Source: an optimization exercise on an open RTL-to-GDS flow (aim: small area, a short achievable clock period and few clock cycles). Production flows keep margins and buffers that such runs may drop. Where RTL was checked, it was by simulation tests only, not by an equivalence proof against the original.

==> module vbc_block_decoder, before the edit <==
module vbc_block_decoder (
    input  wire        clk,
    input  wire        rst,           
    input  wire        in_valid,
    output wire        in_ready,
    input  wire [31:0] in_data,       
    input  wire [4:0]  in_w,          
    output reg         out_valid,
    output wire [15:0] out_sample,    
    output reg         out_last       
);
    reg [31:0] slot0, slot1;
    reg        wp;            
    reg [1:0]  cnt;           
    reg [5:0]  ptr;
    reg [4:0]  w_in;          
    assign in_ready = !cnt[1];
    wire accept = in_valid && !cnt[1];
    reg        hdr;           
    reg        raw;
    reg [1:0]  pred;
    reg [4:0]  w;
    reg [17:0] ab;            
    reg        ua;
    reg [7:0]  idx;           
    reg [3:0]  idle;          
    reg [16:0] u2;            
    reg        v2;
    reg [15:0] hist [0:15];
    assign out_sample = hist[0];
    wire [15:0] wmask = 16'hFFFF >> (5'd16 - w);
    wire [17:0] ub = ua ? {2'b0, u2[15:0]} : 18'd0;
    wire [17:0] cg [0:5];     
    wire [17:0] cp [0:5];
    assign cg[0] = ab & ub;
    assign cp[0] = ab ^ ub;
    genvar gl, gi;
    generate
        for (gl = 0; gl < 5; gl = gl + 1) begin : pfx
            for (gi = 0; gi < 18; gi = gi + 1) begin : bit_
                if (gi >= (1 << gl)) begin : comb
                    assign cg[gl+1][gi] = cg[gl][gi] | (cp[gl][gi] & cg[gl][gi - (1 << gl)]);
                    assign cp[gl+1][gi] = cp[gl][gi] & cp[gl][gi - (1 << gl)];
                end else begin : pass
                    assign cg[gl+1][gi] = cg[gl][gi];
                    assign cp[gl+1][gi] = cp[gl][gi];
                end
            end
        end
    endgenerate
    wire [17:0] carry = {cg[5][16:0], 1'b0};      
    wire [17:0] a     = cp[0] ^ carry;
    wire [17:0] hi    = ab | ub;
    reg  [15:0] kt;
    integer j;
    always @(*) begin
        kt[0] = 1'b1;
        for (j = 1; j < 16; j = j + 1)
            kt[j] = (j < w) && (((hi >> (j + 2)) != 18'd0) || carry[j + 2]);
    end
    reg  [3:0] k;
    always @(*) begin
        k = 4'd0;
        for (j = 1; j < 16; j = j + 1)
            if (kt[j]) k = j;
    end
    wire [15:0] kmask = {1'b0, kt[15:1]};
    wire [31:0] wd0 = ptr[5] ? slot1 : slot0;
    wire [31:0] wd1 = ptr[5] ? slot0 : slot1;
    wire [63:0] win = {wd1, wd0};
    wire [31:0] S   = win >> ptr[4:0];
    reg  [4:0]  q;
    integer m;
    always @(*) begin
        q = 5'd16;
        for (m = 15; m >= 0; m = m - 1)
            if (!S[m]) q = m;
    end
    wire esc = q[4];
    wire [31:0] Sr = S >> (q[3:0] + 5'd1);
    reg  [16:0] u;
    always @(*) begin
        if (raw)      u = {S[15:0] & wmask, 1'b0};
        else if (esc) u = {1'b0, S[31:16] & wmask};
        else          u = ({13'd0, q[3:0]} << k) | {1'b0, Sr[15:0] & kmask};
    end
    wire [5:0]  pos_raw = {1'b0, ptr[4:0]} + {1'b0, w};
    wire [5:0]  pos_esc = pos_raw + 6'd16;
    wire [5:0]  pos_k   = {1'b0, ptr[4:0]} + {2'b0, k} + 6'd1;
    wire [5:0]  pos_cod = pos_k + {2'b0, q[3:0]};
    wire [5:0]  end_pos = raw ? pos_raw : esc ? pos_esc : pos_cod;
    wire        strad   = end_pos > 6'd32;
    wire        go      = !hdr && cnt != 2'd0 && (cnt[1] || !strad) && (idx == 8'd0 || idle == 4'd0);
    wire        last    = (idx == 8'd255);
    wire        hgo     = hdr && cnt != 2'd0;
    wire [1:0]  npop    = hgo ? 2'd1 : !go ? 2'd0 : last ? {strad, !strad} : {1'b0, end_pos[5]};
    wire [1:0]  cnt_a   = cnt + {1'b0, accept};
    wire [1:0]  cnt_a1  = cnt_a - 2'd1;
    wire [1:0]  cnt_n   = npop[1] ? 2'd0 : npop[0] ? cnt_a1 : cnt_a;
    wire        upd     = go && !raw;
    wire [17:0] a_dec   = a - {2'b0, a[17:2]};
    wire [17:0] ab_n    = upd ? a_dec : a;
    always @(posedge clk) begin
        if (rst) begin
            cnt <= 2'd0;
            wp  <= 1'b0;
            ptr <= 6'd0;
            hdr <= 1'b1;
            idx <= 8'd0;
            v2  <= 1'b0;
            out_valid <= 1'b0;
        end else begin
            cnt <= cnt_n;
            wp  <= wp ^ accept;
            if (hgo || (go && last))
                ptr <= {ptr[5] ^ npop[0], 5'd0};
            else if (go)
                ptr <= {ptr[5] ^ end_pos[5], end_pos[4:0]};
            if (hdr) begin
                if (cnt != 2'd0) begin
                    hdr  <= 1'b0;
                    w    <= w_in;
                    pred <= wd0[1:0];
                    raw  <= wd0[6];
                end
            end else if (go) begin
                idx <= idx + 8'd1;
                if (last) hdr <= 1'b1;
            end
            v2 <= go;
            out_valid <= v2;
        end
        if (accept) w_in <= in_w;
        if (accept && !wp) slot0 <= in_data;
        if (accept &&  wp) slot1 <= in_data;
        if (hdr) begin
            ab <= 18'd4 << wd0[5:2];
            ua <= 1'b0;
        end else begin
            ab <= ab_n;
            ua <= upd;
        end
        idle     <= go ? 4'd0 : idle + 4'd1;
        u2       <= u;
        out_last <= (idx == 8'd0);
    end
    wire        first = (idx == 8'd1);
    wire        x0    = (idx[3:0] == 4'd1);
    wire        y0    = (idx[7:4] == 4'd0 && idx[3:0] != 4'd0) || (idx == 8'd16);
    reg  [15:0] p;
    always @(*) begin
        if (first || pred == 2'd0 || raw) p = 16'd0;
        else if (pred == 2'd1)            p = x0 ? hist[15] : hist[0];
        else                              p = y0 ? hist[0] : hist[15];
    end
    wire [15:0] r = u2[16:1] ^ {16{u2[0]}};
    wire [15:0] s = (p + r) & wmask;
    integer h;
    always @(posedge clk) begin
        hist[0] <= v2 ? s : hist[15];
        for (h = 1; h < 16; h = h + 1) hist[h] <= hist[h-1];
    end
endmodule
clock: 10.0 ns
lec_check: 0
abc_area: 1
cap_margin: 20
core_margin: 2
core_utilization: 40
slew_margin: 20
run.sh (not shown) runs the stock make flow with config.mk's settings and CLKGATE_MAP_FILE= SYNTH_SCRIPT=/design/flow/synth_recipe.tcl, a recipe that flattens the netlist after the stock synthesis.
Rerun with:
--- a/flow/design.v
+++ b/flow/design.v
@@ -27,46 +27,19 @@
     reg [16:0] u2;            
     reg        v2;
     reg [15:0] hist [0:15];
     assign out_sample = hist[0];
     wire [15:0] wmask = 16'hFFFF >> (5'd16 - w);
-    wire [17:0] ub = ua ? {2'b0, u2[15:0]} : 18'd0;
-    wire [17:0] cg [0:5];     
-    wire [17:0] cp [0:5];
-    assign cg[0] = ab & ub;
-    assign cp[0] = ab ^ ub;
-    genvar gl, gi;
-    generate
-        for (gl = 0; gl < 5; gl = gl + 1) begin : pfx
-            for (gi = 0; gi < 18; gi = gi + 1) begin : bit_
-                if (gi >= (1 << gl)) begin : comb
-                    assign cg[gl+1][gi] = cg[gl][gi] | (cp[gl][gi] & cg[gl][gi - (1 << gl)]);
-                    assign cp[gl+1][gi] = cp[gl][gi] & cp[gl][gi - (1 << gl)];
-                end else begin : pass
-                    assign cg[gl+1][gi] = cg[gl][gi];
-                    assign cp[gl+1][gi] = cp[gl][gi];
-                end
-            end
-        end
-    endgenerate
-    wire [17:0] carry = {cg[5][16:0], 1'b0};      
-    wire [17:0] a     = cp[0] ^ carry;
-    wire [17:0] hi    = ab | ub;
-    reg  [15:0] kt;
+    wire [17:0] a = ab + (ua ? {2'b0, u2[15:0]} : 18'd0);
+    reg [3:0] k;
     integer j;
-    always @(*) begin
-        kt[0] = 1'b1;
-        for (j = 1; j < 16; j = j + 1)
-            kt[j] = (j < w) && (((hi >> (j + 2)) != 18'd0) || carry[j + 2]);
-    end
-    reg  [3:0] k;
     always @(*) begin
         k = 4'd0;
         for (j = 1; j < 16; j = j + 1)
-            if (kt[j]) k = j;
+            if (j < w && (a >> (j + 2)) != 18'd0) k = j;
     end
-    wire [15:0] kmask = {1'b0, kt[15:1]};
+    wire [15:0] kmask = ~(16'hFFFF << k);
     wire [31:0] wd0 = ptr[5] ? slot1 : slot0;
     wire [31:0] wd1 = ptr[5] ? slot0 : slot1;
     wire [63:0] win = {wd1, wd0};
     wire [31:0] S   = win >> ptr[4:0];
     reg  [4:0]  q;
Outcome: Count of clock-buffer cells in the layout stays the same; cell area barely changes; setup slack is worse by 0.42 ns; global-route usage went down by 0.52 points; routed wire length went down by 2.0%; cell count went up by 2.1%.
Function was not checked in any run of this note: the RTL went through the layout flow alone.


The RTL this note starts from:
==> flow/design.v <==
module vbc_block_decoder (
    input  wire        clk,
    input  wire        rst,           
    input  wire        in_valid,
    output wire        in_ready,
    input  wire [31:0] in_data,       
    input  wire [4:0]  in_w,          
    output reg         out_valid,
    output wire [15:0] out_sample,    
    output reg         out_last       
);
    reg [31:0] slot0, slot1;
    reg        wp;            
    reg [1:0]  cnt;           
    reg [5:0]  ptr;
    reg [4:0]  w_in;          
    assign in_ready = !cnt[1];
    wire accept = in_valid && !cnt[1];
    reg        hdr;           
    reg        raw;
    reg [1:0]  pred;
    reg [4:0]  w;
    reg [17:0] ab;            
    reg        ua;
    reg [7:0]  idx;           
    reg [3:0]  idle;          
    reg [16:0] u2;            
    reg        v2;
    reg [15:0] hist [0:15];
    assign out_sample = hist[0];
    reg  [15:0] wmask;        
    integer wi;
    always @(*)
        for (wi = 0; wi < 16; wi = wi + 1)
            wmask[wi] = w > wi;
    wire [17:0] ub = ua ? {2'b0, u2[15:0]} : 18'd0;
    wire [17:0] cg [0:5];     
    wire [17:0] cp [0:5];
    assign cg[0] = ab & ub;
    assign cp[0] = ab ^ ub;
    genvar gl, gi;
    generate
        for (gl = 0; gl < 5; gl = gl + 1) begin : pfx
            for (gi = 0; gi < 18; gi = gi + 1) begin : bit_
                if (gi >= (1 << gl)) begin : comb
                    assign cg[gl+1][gi] = cg[gl][gi] | (cp[gl][gi] & cg[gl][gi - (1 << gl)]);
                    assign cp[gl+1][gi] = cp[gl][gi] & cp[gl][gi - (1 << gl)];
                end else begin : pass
                    assign cg[gl+1][gi] = cg[gl][gi];
                    assign cp[gl+1][gi] = cp[gl][gi];
                end
            end
        end
    endgenerate
    wire [17:0] carry = {cg[5][16:0], 1'b0};      
    wire [17:0] a     = cp[0] ^ carry;
    wire [17:0] hi    = ab | ub;
    reg  [15:0] kt;
    integer j;
    always @(*) begin
        kt[0] = 1'b1;
        for (j = 1; j < 16; j = j + 1)
            kt[j] = wmask[j] && (((hi >> (j + 2)) != 18'd0) || carry[j + 2]);
    end
    reg  [3:0] k;
    always @(*) begin
        k = 4'd0;
        for (j = 1; j < 16; j = j + 1)
            if (kt[j]) k = j;
    end
    wire [15:0] kmask = {1'b0, kt[15:1]};
    wire [31:0] wd0 = ptr[5] ? slot1 : slot0;
    wire [62:0] sh0 = ptr[5] ? {slot0[30:0], slot1} : {slot1[30:0], slot0};
    wire [46:0] sh1 = ptr[4] ? sh0[62:16] : sh0[46:0];
    wire [38:0] sh2 = ptr[3] ? sh1[46:8]  : sh1[38:0];
    wire [34:0] sh3 = ptr[2] ? sh2[38:4]  : sh2[34:0];
    wire [32:0] sh4 = ptr[1] ? sh3[34:2]  : sh3[32:0];
    wire [31:0] S   = ptr[0] ? sh4[32:1]  : sh4[31:0];
    reg  [4:0]  q;
    integer m;
    always @(*) begin
        q = 5'd16;
        for (m = 15; m >= 0; m = m - 1)
            if (!S[m]) q = m;
    end
    wire esc = q[4];
    wire [23:0] r1  = q[3] ? {1'b0, S[31:9]} : S[24:1];
    wire [19:0] r2  = q[2] ? r1[23:4]  : r1[19:0];
    wire [17:0] r3  = q[1] ? r2[19:2]  : r2[17:0];
    wire [15:0] rem = q[0] ? r3[16:1]  : r3[15:0];
    wire [4:0]  qk1 = k[0] ? {q[3:0], 1'b0} : {1'b0, q[3:0]};
    wire [6:0]  qk2 = k[1] ? {qk1, 2'b0}    : {2'b0, qk1};
    wire [10:0] qk3 = k[2] ? {qk2, 4'b0}    : {4'b0, qk2};
    wire [15:0] qk  = k[3] ? {qk3[7:0], 8'b0} : {5'b0, qk3};
    reg  [16:0] u;
    always @(*) begin
        if (raw)      u = {S[15:0] & wmask, 1'b0};
        else if (esc) u = {1'b0, S[31:16] & wmask};
        else          u = {1'b0, qk | (rem & kmask)};
    end
    wire [5:0]  pos_raw = {1'b0, ptr[4:0]} + {1'b0, w};
    wire [5:0]  pos_esc = pos_raw + 6'd16;
    wire [5:0]  xq      = {1'b0, ptr[4:0]} + {2'b0, q[3:0]};
    wire [5:0]  pos_cod = xq + {2'b0, k} + 6'd1;
    wire [5:0]  end_pos = raw ? pos_raw : esc ? pos_esc : pos_cod;
    reg  [47:0] W;
    integer n;
    always @(*)
        for (n = 0; n < 48; n = n + 1)
            W[n] = (n >= 32) ? 1'b1 : (n >= 17) ? kt[(32 - n) & 15] : 1'b0;
    wire [47:0] Wp      = {1'b1, W[47:1]};
    wire        strad_c = W[xq];
    wire        end5_c  = Wp[xq];
    wire        strad   = raw ? pos_raw > 6'd32 : esc ? pos_esc > 6'd32 : strad_c;
    wire        end5    = raw ? pos_raw[5]      : esc ? pos_esc[5]      : end5_c;
    wire        go      = !hdr && cnt != 2'd0 && (cnt[1] || !strad) && (idx == 8'd0 || idle == 4'd0);
    wire        last    = (idx == 8'd255);
    wire        hgo     = hdr && cnt != 2'd0;
    wire [1:0]  npop    = hgo ? 2'd1 : !go ? 2'd0 : last ? {strad, !strad} : {1'b0, end5};
    wire [1:0]  cnt_a   = cnt + {1'b0, accept};
    wire [1:0]  cnt_a1  = cnt_a - 2'd1;
    wire [1:0]  cnt_n   = npop[1] ? 2'd0 : npop[0] ? cnt_a1 : cnt_a;
    wire        upd     = go && !raw;
    wire [17:0] a_dec   = a - {2'b0, a[17:2]};
    wire [17:0] ab_n    = upd ? a_dec : a;
    always @(posedge clk) begin
        if (rst) begin
            cnt <= 2'd0;
            wp  <= 1'b0;
            ptr <= 6'd0;
            hdr <= 1'b1;
            idx <= 8'd0;
            v2  <= 1'b0;
            out_valid <= 1'b0;
        end else begin
            cnt <= cnt_n;
            wp  <= wp ^ accept;
            if (hgo || (go && last))
                ptr <= {ptr[5] ^ npop[0], 5'd0};
            else if (go)
                ptr <= {ptr[5] ^ end5, end_pos[4:0]};
            if (hdr) begin
                if (cnt != 2'd0) begin
                    hdr  <= 1'b0;
                    w    <= w_in;
                    pred <= wd0[1:0];
                    raw  <= wd0[6];
                end
            end else if (go) begin
                idx <= idx + 8'd1;
                if (last) hdr <= 1'b1;
            end
            v2 <= go;
            out_valid <= v2;
        end
        if (accept) w_in <= in_w;
        if (accept && !wp) slot0 <= in_data;
        if (accept &&  wp) slot1 <= in_data;
        if (hdr) begin
            ab <= 18'd4 << wd0[5:2];
            ua <= 1'b0;
        end else begin
            ab <= ab_n;
            ua <= upd;
        end
        idle     <= go ? 4'd0 : idle + 4'd1;
        u2       <= u;
        out_last <= (idx == 8'd0);
    end
    wire        first = (idx == 8'd1);
    wire        x0    = (idx[3:0] == 4'd1);
    wire        y0    = (idx[7:4] == 4'd0 && idx[3:0] != 4'd0) || (idx == 8'd16);
    wire        coded = !first && !raw;
    wire        use0  = coded && (pred == 2'd1 ? !x0 : pred == 2'd2 &&  y0);
    wire        use15 = coded && (pred == 2'd1 ?  x0 : pred == 2'd2 && !y0);
    wire [15:0] p     = (hist[0] & {16{use0}}) | (hist[15] & {16{use15}});
    wire [15:0] r = u2[16:1] ^ {16{u2[0]}};
    wire [15:0] s = (p + r) & wmask;
    integer h;
    always @(posedge clk) begin
        hist[0] <= v2 ? s : hist[15];
        for (h = 1; h < 16; h = h + 1) hist[h] <= hist[h-1];
    end
endmodule
export LEC_CHECK = 0
export ABC_AREA = 1
export CAP_MARGIN = 20
export CORE_MARGIN = 2
export CORE_UTILIZATION = 40
export CTS_CLUSTER_DIAMETER = 100
export CTS_CLUSTER_SIZE = 25
export SETUP_SLACK_MARGIN = 4.25
export SLEW_MARGIN = 20
create_clock -name core_clock -period 10.0 [get_ports {clk}]
Testbench counts at the start, summed over its fixed seeds: cycles 98,969.
Edit:
--- a/flow/design.v
+++ b/flow/design.v
@@ -10,8 +10,7 @@
     output reg         out_last       
 );
-    reg [31:0] slot0, slot1;
-    reg        wp;            
+    reg [31:0] wd0, wd1;
     reg [1:0]  cnt;           
-    reg [5:0]  ptr;
+    reg [4:0]  ptr;
     reg [4:0]  w_in;          
     assign in_ready = !cnt[1];
@@ -70,6 +69,5 @@
     end
     wire [15:0] kmask = {1'b0, kt[15:1]};
-    wire [31:0] wd0 = ptr[5] ? slot1 : slot0;
-    wire [62:0] sh0 = ptr[5] ? {slot0[30:0], slot1} : {slot1[30:0], slot0};
+    wire [62:0] sh0 = {wd1[30:0], wd0};
     wire [46:0] sh1 = ptr[4] ? sh0[62:16] : sh0[46:0];
     wire [38:0] sh2 = ptr[3] ? sh1[46:8]  : sh1[38:0];
@@ -127,6 +125,5 @@
         if (rst) begin
             cnt <= 2'd0;
-            wp  <= 1'b0;
-            ptr <= 6'd0;
+            ptr <= 5'd0;
             hdr <= 1'b1;
             idx <= 8'd0;
@@ -135,9 +132,8 @@
         end else begin
             cnt <= cnt_n;
-            wp  <= wp ^ accept;
             if (hgo || (go && last))
-                ptr <= {ptr[5] ^ npop[0], 5'd0};
+                ptr <= 5'd0;
             else if (go)
-                ptr <= {ptr[5] ^ end5, end_pos[4:0]};
+                ptr <= end_pos[4:0];
             if (hdr) begin
                 if (cnt != 2'd0) begin
@@ -155,6 +151,10 @@
         end
         if (accept) w_in <= in_w;
-        if (accept && !wp) slot0 <= in_data;
-        if (accept &&  wp) slot1 <= in_data;
+        if (npop == 2'd1)
+            wd0 <= cnt[1] ? wd1 : in_data;
+        else if (accept && cnt == 2'd0)
+            wd0 <= in_data;
+        if (accept && cnt == 2'd1 && npop == 2'd0)
+            wd1 <= in_data;
         if (hdr) begin
             ab <= 18'd4 << wd0[5:2];
What happened: The changed run finished clean. Worst hold slack gets worse by 27 ps. Maximum frequency fell by about 2.3%. First-iteration DRC count rose by 16%. Critical path depth fell by 15. Final cell count stays flat. Design area is about the same. Die area fell by 0.70%. Clock-buffer cell count does not change. Global-route usage rose by 0.55 points. Routed wire length rose by about 3%. Synthesized cell count fell by about 1%. Clock skew rose by 34 ps. Setup slack gets worse by 130 ps.
For the second run of this note, only the layout was checked, not whether the RTL still works.

==> port drivers added, routing unchanged <==
In the flow no input, the clock included, has a driving cell. The finished layouts below were timed again as built, in two steps. Step 1 (the two cells are an assumption about what drives the block):
set clk [get_ports {clk}]
set_driving_cell -lib_cell sky130_fd_sc_hd__clkbuf_16 $clk
set_driving_cell -lib_cell sky130_fd_sc_hd__buf_2 [delete_from_list [all_inputs] $clk]
Step 2 adds t to the input delays and takes it off the output delays; t is the mean of the earliest and latest rising clock arrival at the registers after step 1. Input paths then give back, and output paths get back, about the clock's delay inside the block. Three values: ideal, step 1, step 2; two values: the first two.
run | t, ns | setup slack, ns | latest minus earliest clock arrival (ns) | worst data-port slew with drivers (ns) | pins driven straight from the clock port
the first run of note 1 | 0.625 | 2.790 / 2.790 / 2.790 | 0.036 / 0.035 | 0.05 | 1
the second run of note 1 | 0.613 | 2.366 / 2.366 / 2.366 | 0.035 / 0.035 | 0.05 | 1
the first run of note 2 | 0.605 | 4.609 / 4.609 / 4.609 | 0.026 / 0.027 | 0.04 | 1
the second run of note 2 | 0.627 | 4.480 / 4.480 / 4.480 | 0.063 / 0.062 | 0.04 | 1
After both steps setup and hold are still met in every run listed.
